Background: an optimization exercise with open tools, aiming at small area. Do not read the settings as production practice.
Only simulation tests tie the RTL to the original design; equivalence was not proved.
Power and IR drop assume default switching activity.

## pdm_cic_bank
module pdm_cic_bank (
    input  wire        clk,
    input  wire        rst,
    input  wire        ratio,       
    input  wire        bit_valid,
    input  wire [15:0] bits,
    output reg         out_valid,
    output wire [3:0]  out_ch,
    output wire [31:0] out_data
);
Settings: LEC_CHECK=0, ABC_AREA=1, CAP_MARGIN=0, CORE_MARGIN=2, CORE_UTILIZATION=50, SLEW_MARGIN=0; clock period 20.0 ns.
standard.sh (not shown) runs the stock make flow with config.mk's settings and CLKGATE_MAP_FILE= SYNTH_SCRIPT=/design/flow/synth_recipe.tcl, a recipe that flattens the netlist after the stock synthesis.
==> flow/flow/run.sh <==
#!/bin/bash
# The standard layout, with three changes:
#  - synthesis maps the logic with a stronger ABC area script (flow/abc_area.script);
#    the rest of the standard synthesis (synth_recipe.tcl) is unchanged, so the
#    registers and their names are the standard synthesis's;
#  - port buffers are buf_1;
#  - the clock tree uses clkbuf_8 with sink clusters of at most 18, no dummy loads.
set -euo pipefail
W=$PWD
cat > "$W/area_synth.tcl" <<EOT
# ABC with flow/abc_area.script in place of the ABC_AREA script; everything else
# is synth_recipe.tcl.
proc abc {args} {
  set i [lsearch -exact \$args -script]
  if {\$i >= 0} { lset args [expr {\$i + 1}] $W/flow/abc_area.script }
  yosys abc {*}\$args
}
source $W/synth_recipe.tcl
EOT
export BUFFER_PORTS_ARGS="-buffer_cell sky130_fd_sc_hd__buf_1"
export CTS_ARGS="-sink_clustering_enable -repair_clock_nets -sink_clustering_size 18 -sink_clustering_max_diameter 60 -buf_list sky130_fd_sc_hd__clkbuf_8 -dont_use_dummy_load"
bash standard.sh SYNTH_SCRIPT="$W/area_synth.tcl" finish > orfs_make.log 2>&1
==> flow/flow/abc_area.script <==
strash
dch -f
map -a -B 0.9
mfs2
strash
dch -f
map -a -B 0.9
mfs2
strash
dch -f
map -a -B 0.9
topo
stime -c
==> next run, changes <==
--- a/flow/flow/run.sh
+++ b/flow/flow/run.sh
@@ -7 +7 @@
-#  - the clock tree uses clkbuf_8 with sink clusters of at most 18, no dummy loads.
+#  - the clock tree uses clkbuf_8 with sink clusters of at most 20, no dummy loads.
@@ -21 +21 @@
-export CTS_ARGS="-sink_clustering_enable -repair_clock_nets -sink_clustering_size 18 -sink_clustering_max_diameter 60 -buf_list sky130_fd_sc_hd__clkbuf_8 -dont_use_dummy_load"
+export CTS_ARGS="-sink_clustering_enable -repair_clock_nets -sink_clustering_size 20 -sink_clustering_max_diameter 60 -buf_list sky130_fd_sc_hd__clkbuf_8 -dont_use_dummy_load"
--- a/flow/config.mk
+++ b/flow/config.mk
@@ -11 +11 @@
-export CORE_UTILIZATION = 50
+export CORE_UTILIZATION = 60
The new run passed the timing, design-rule and antenna checks.
Core utilization is higher by 10 points.
Clock power is lower by a few percent.
Cell area is lower slightly.
==> next run, changes <==
==> flow/flow/run.sh (replaced) <==
#!/bin/bash
# The standard layout, with smaller port buffers and a clock tree of
# clkbuf_8 leaves without dummy loads.
set -euo pipefail
export BUFFER_PORTS_ARGS="-buffer_cell sky130_fd_sc_hd__buf_1"
export CTS_ARGS="-sink_clustering_enable -repair_clock_nets -sink_clustering_size 16 -sink_clustering_max_diameter 70 -buf_list sky130_fd_sc_hd__clkbuf_8 -dont_use_dummy_load"
bash standard.sh > orfs_make.log 2>&1
--- a/flow/config.mk
+++ b/flow/config.mk
@@ -9 +9 @@
-export CAP_MARGIN = 0
+export CAP_MARGIN = 20
@@ -12 +12 @@
-export SLEW_MARGIN = 0
+export SLEW_MARGIN = 20
removed: flow/flow/abc_area.script
After rerunning:
- global-route usage goes down by 0.94 points
- worst setup slack gets worse by 120 ps
- power climbs by 3.1%
- critical path depth stays the same
- non-clock buffer count rises by 1
- routed wire length decreases by 0.32%
==> next run, changes <==
==> flow/flow/run.sh (replaced) <==
#!/bin/bash
# The standard layout, with three changes:
#  - synthesis maps the logic with a stronger ABC area script (flow/abc_area.script);
#    the rest of the standard synthesis (synth_recipe.tcl) is unchanged, so the
#    registers and their names are the standard synthesis's;
#  - port buffers are buf_1;
#  - the clock tree uses clkbuf_8 with sink clusters of at most 18, no dummy loads.
set -euo pipefail
W=$PWD
cat > "$W/area_synth.tcl" <<EOT
# ABC with flow/abc_area.script in place of the ABC_AREA script; everything else
# is synth_recipe.tcl.
proc abc {args} {
  set i [lsearch -exact \$args -script]
  if {\$i >= 0} { lset args [expr {\$i + 1}] $W/flow/abc_area.script }
  yosys abc {*}\$args
}
source $W/synth_recipe.tcl
EOT
export BUFFER_PORTS_ARGS="-buffer_cell sky130_fd_sc_hd__buf_1"
export CTS_ARGS="-sink_clustering_enable -repair_clock_nets -sink_clustering_size 18 -sink_clustering_max_diameter 60 -buf_list sky130_fd_sc_hd__clkbuf_8 -dont_use_dummy_load"
bash standard.sh SYNTH_SCRIPT="$W/area_synth.tcl" finish > orfs_make.log 2>&1
==> flow/flow/abc_area.script (new file) <==
strash
dch -f
map -a -B 0.9
mfs2
strash
dch -f
map -a -B 0.9
mfs2
strash
dch -f
map -a -B 0.9
topo
stime -c
--- a/flow/config.mk
+++ b/flow/config.mk
@@ -9 +9 @@
-export CAP_MARGIN = 20
+export CAP_MARGIN = 0
@@ -12 +12 @@
-export SLEW_MARGIN = 20
+export SLEW_MARGIN = 0
=> The changed run finished clean; sequential share of layout area climbs by 1.5 points; power came out lower by 1.9%; wire length grows by 1.7%; non-clock buffer count decreases by 1; first-iteration DRC count shrinks by 10%; cell area is lower by 2.0%; critical path depth does not change; global-route usage increases by 1.2 points; hold slack degrades by 3.0 ps; synthesized cell count came out lower by 11%.

== v4 ==
Another version of the RTL of pdm_cic_bank (not shown whole).
Size in the first run: about 57 I/O pins, ~51000 um^2 of cells after synthesis.
clock: 20.0 ns
lec_check: 0
abc_area: 1
cap_margin: 20
core_margin: 2
core_utilization: 40
cts_buf_list: sky130_fd_sc_hd__clkbuf_4
cts_cluster_size: 30
slew_margin: 20
run.sh (not shown) runs the stock make flow with config.mk's settings and CLKGATE_MAP_FILE= SYNTH_SCRIPT=/design/flow/synth_recipe.tcl, a recipe that flattens the netlist after the stock synthesis.
Stock flow here: none of the scripts above is used.
v4 completed end to end with timing, DRC and antenna clean.
Modified inputs, v17 compared to v4
Settings: a deleted CTS_CLUSTER_SIZE that had been 30; a deleted CTS_BUF_LIST that had been sky130_fd_sc_hd__clkbuf_4.
Notes after the runs:
- Relative to v4, the post-route standard cell area excluding fillers measured on v17 has increased slightly.
- Measured against each other, v4 and v17 differ in first-iteration DRC count, the higher figure coming from v17.
- Utilization after layout sits higher in v17 than in v4.
- v17 vs v4: average routed wire per standard cell up
- Diff v4 and v17: time the worst path needs with I/O delays and setup lower in v4
- The transition time at the pin with the least slew margin in v17 sits 0.068 ns below the value recorded for v4.
- v17 vs v4: global-route wire length before repair down slightly

the baseline:
Another version of the RTL of pdm_cic_bank (not shown whole).
For scale: about 4100 cells after synthesis, about 1900 flip-flops, about 57 I/O pins, ~51000 um^2 of cells after synthesis.
clock: 20.0 ns
lec_check: 0
abc_area: 1
cap_margin: 20
core_margin: 2
core_utilization: 60
cts_buf_list: sky130_fd_sc_hd__clkbuf_16
cts_cluster_diameter: 100
cts_cluster_size: 30
slew_margin: 20
[inputs] the candidate vs the baseline
Settings: SLEW_MARGIN changed from 20 to 0; CTS_CLUSTER_SIZE removed (was 30); CTS_BUF_LIST removed (was sky130_fd_sc_hd__clkbuf_16); CAP_MARGIN changed from 20 to 0; CTS_CLUSTER_DIAMETER removed (was 100).
==> flow/flow/run.sh (new file) <==
#!/bin/bash
# The standard layout, with smaller port buffers and a clock tree of
# clkbuf_8 leaves without dummy loads.
set -euo pipefail
export BUFFER_PORTS_ARGS="-buffer_cell sky130_fd_sc_hd__buf_1"
export CTS_ARGS="-sink_clustering_enable -repair_clock_nets -sink_clustering_size 20 -sink_clustering_max_diameter 80 -buf_list sky130_fd_sc_hd__clkbuf_8 -dont_use_dummy_load"
bash standard.sh > orfs_make.log 2>&1
==> flow/standard.sh (new file) <==
#!/bin/bash
# synth_recipe.tcl (not shown) runs the flow's synth.tcl, then flattens the netlist and writes it again
# the make line also repeats each setting of config.mk as NAME=value (left out here)
make -C /OpenROAD-flow-scripts/flow DESIGN_CONFIG=/design/flow/config.mk WORK_HOME=/design/flow/orfs CLKGATE_MAP_FILE= SYNTH_SCRIPT=/design/flow/synth_recipe.tcl "${@:-finish}"
removed: flow/run.sh
==> comparison <==
Final hold violation count came out exactly the same in the candidate and the baseline. Sequential power: the baseline vs the candidate — no meaningful difference. The most heavily used metal layer in global routing comes out met2 in one run and met1 in the other, namely in the candidate and the baseline respectively. The baseline has lower net switching share of the total power than the candidate.

== harbor ==
pdm_cic_bank with an RTL version that a note above also has.
For scale: about 57 I/O pins, ~50000 sq um of cells after synthesis.
clock: 20.0 ns
lec_check: 0
abc_area: 1
cap_margin: 0
core_margin: 2
core_utilization: 60
slew_margin: 0
standard.sh (not shown) runs the stock make flow with config.mk's settings and CLKGATE_MAP_FILE= SYNTH_SCRIPT=/design/flow/synth_recipe.tcl, a recipe that flattens the netlist after the stock synthesis.
==> flow/flow/run.sh <==
#!/bin/bash
# The standard layout, with smaller port buffers and a clock tree of
# clkbuf_8 leaves without dummy loads.
set -euo pipefail
export BUFFER_PORTS_ARGS="-buffer_cell sky130_fd_sc_hd__buf_1"
export CTS_ARGS="-sink_clustering_enable -repair_clock_nets -sink_clustering_size 18 -sink_clustering_max_diameter 60 -buf_list sky130_fd_sc_hd__clkbuf_8 -dont_use_dummy_load"
bash standard.sh > orfs_make.log 2>&1
Edits applied to the flow inputs when going from harbor to fjord:
==> flow/flow/run.sh <==
#!/bin/bash
# The standard layout, with three changes:
#  - synthesis maps the logic with a stronger ABC area script (flow/abc_area.script);
#    the rest of the standard synthesis (synth_recipe.tcl) is unchanged, so the
#    registers and their names are the standard synthesis's;
#  - port buffers are buf_1;
#  - the clock tree uses clkbuf_4 and clkbuf_8 with sink clusters of at most 12, no dummy loads.
set -euo pipefail
W=$PWD
cat > "$W/area_synth.tcl" <<EOT
# ABC with flow/abc_area.script in place of the ABC_AREA script; everything else
# is synth_recipe.tcl.
proc abc {args} {
  set i [lsearch -exact \$args -script]
  if {\$i >= 0} { lset args [expr {\$i + 1}] $W/flow/abc_area.script }
  yosys abc {*}\$args
}
source $W/synth_recipe.tcl
EOT
export BUFFER_PORTS_ARGS="-buffer_cell sky130_fd_sc_hd__buf_1"
export CTS_ARGS='-sink_clustering_enable -repair_clock_nets -sink_clustering_size 12 -sink_clustering_max_diameter 50 -buf_list {sky130_fd_sc_hd__clkbuf_4 sky130_fd_sc_hd__clkbuf_8} -dont_use_dummy_load'
bash standard.sh SYNTH_SCRIPT="$W/area_synth.tcl" finish > orfs_make.log 2>&1
==> flow/flow/abc_area.script (new file) <==
strash
dch -f
map -a -B 0.9
mfs2
strash
dch -f
map -a -B 0.9
mfs2
strash
dch -f
map -a -B 0.9
topo
stime -c
--- outcome ---
fjord | status: complete | timing, DRC, antenna: pass
In the tables for harbor and fjord, ratio of final minimum period to clock period reads lower with fjord.
Compared with harbor, in fjord register fraction of the total cell area held, cell area after layout held steady, fraction of the mapped netlist area in simple logic gates shows a reduction of 1.9 points, sequential power stayed essentially flat, count of placed standard cells including taps moved down.
fjord vs harbor — highest clock rate rose 1.3%.
Across both runs, latest clock arrival within the worst-skew pair was higher for fjord than for harbor.
[fjord vs harbor] total power: higher in fjord
Summary — post-detailed-route via-to-cell ratio, fjord relative to harbor: higher, by 3.0%.
Compare harbor and fjord | largest driver fanout on the critical path lower: fjord

-- re-timing with driven ports --
The flow's constraints put no driver on any port. The routed layouts listed below were extracted and timed again, unchanged, in two steps.
Step 1: set_driving_cell puts a clkbuf_16 on clk and a buf_2 on each other input, an assumption about the parent block.
Step 2 adds t to the input delays and takes it off the output delays; t is the mean of the earliest and latest rising clock arrival at the registers after step 1. Input paths then give back, and output paths get back, about the clock's delay inside the block.
Slacks: ideal / step 1 / step 2; pairs: ideal / step 1.
run | shift t [ns] | setup slack, ns | worst hold slack (ns) | latest minus earliest clock arrival (ns)
the first run of note 1 | 0.812 | 6.827 / 6.860 / 6.047 | 0.265 / 0.265 / 0.265 | 0.111 / 0.111
the second run of note 1 | 0.802 | 6.570 / 6.614 / 5.812 | 0.258 / 0.258 / 0.258 | 0.114 / 0.114
the third run of note 1 | 0.873 | 6.450 / 6.476 / 5.602 | 0.266 / 0.266 / 0.266 | 0.075 / 0.075
the fourth run of note 1 | 0.778 | 6.490 / 6.538 / 5.759 | 0.263 / 0.263 / 0.263 | 0.181 / 0.181
v4 | 1.250 | 7.317 / 7.362 / 6.111 | 0.222 / 0.222 / 0.222 | 0.148 / 0.149
v17 | 0.853 | 6.918 / 6.966 / 6.112 | 0.289 / 0.289 / 0.289 | 0.061 / 0.061
the baseline | 0.716 | 6.819 / 6.864 / 6.147 | 0.313 / 0.313 / 0.313 | 0.029 / 0.029
the candidate | 0.803 | 6.983 / 7.023 / 6.220 | 0.265 / 0.265 / 0.265 | 0.100 / 0.100
harbor | 0.805 | 6.435 / 6.462 / 5.657 | 0.275 / 0.275 / 0.275 | 0.142 / 0.143
fjord | 0.875 | 6.613 / 6.664 / 5.789 | 0.267 / 0.267 / 0.267 | 0.117 / 0.117
After both steps every run listed still meets setup and hold. The setup slack of v4, which loses most, moves by +0.045 ns with the drivers and by -1.206 ns with both steps.
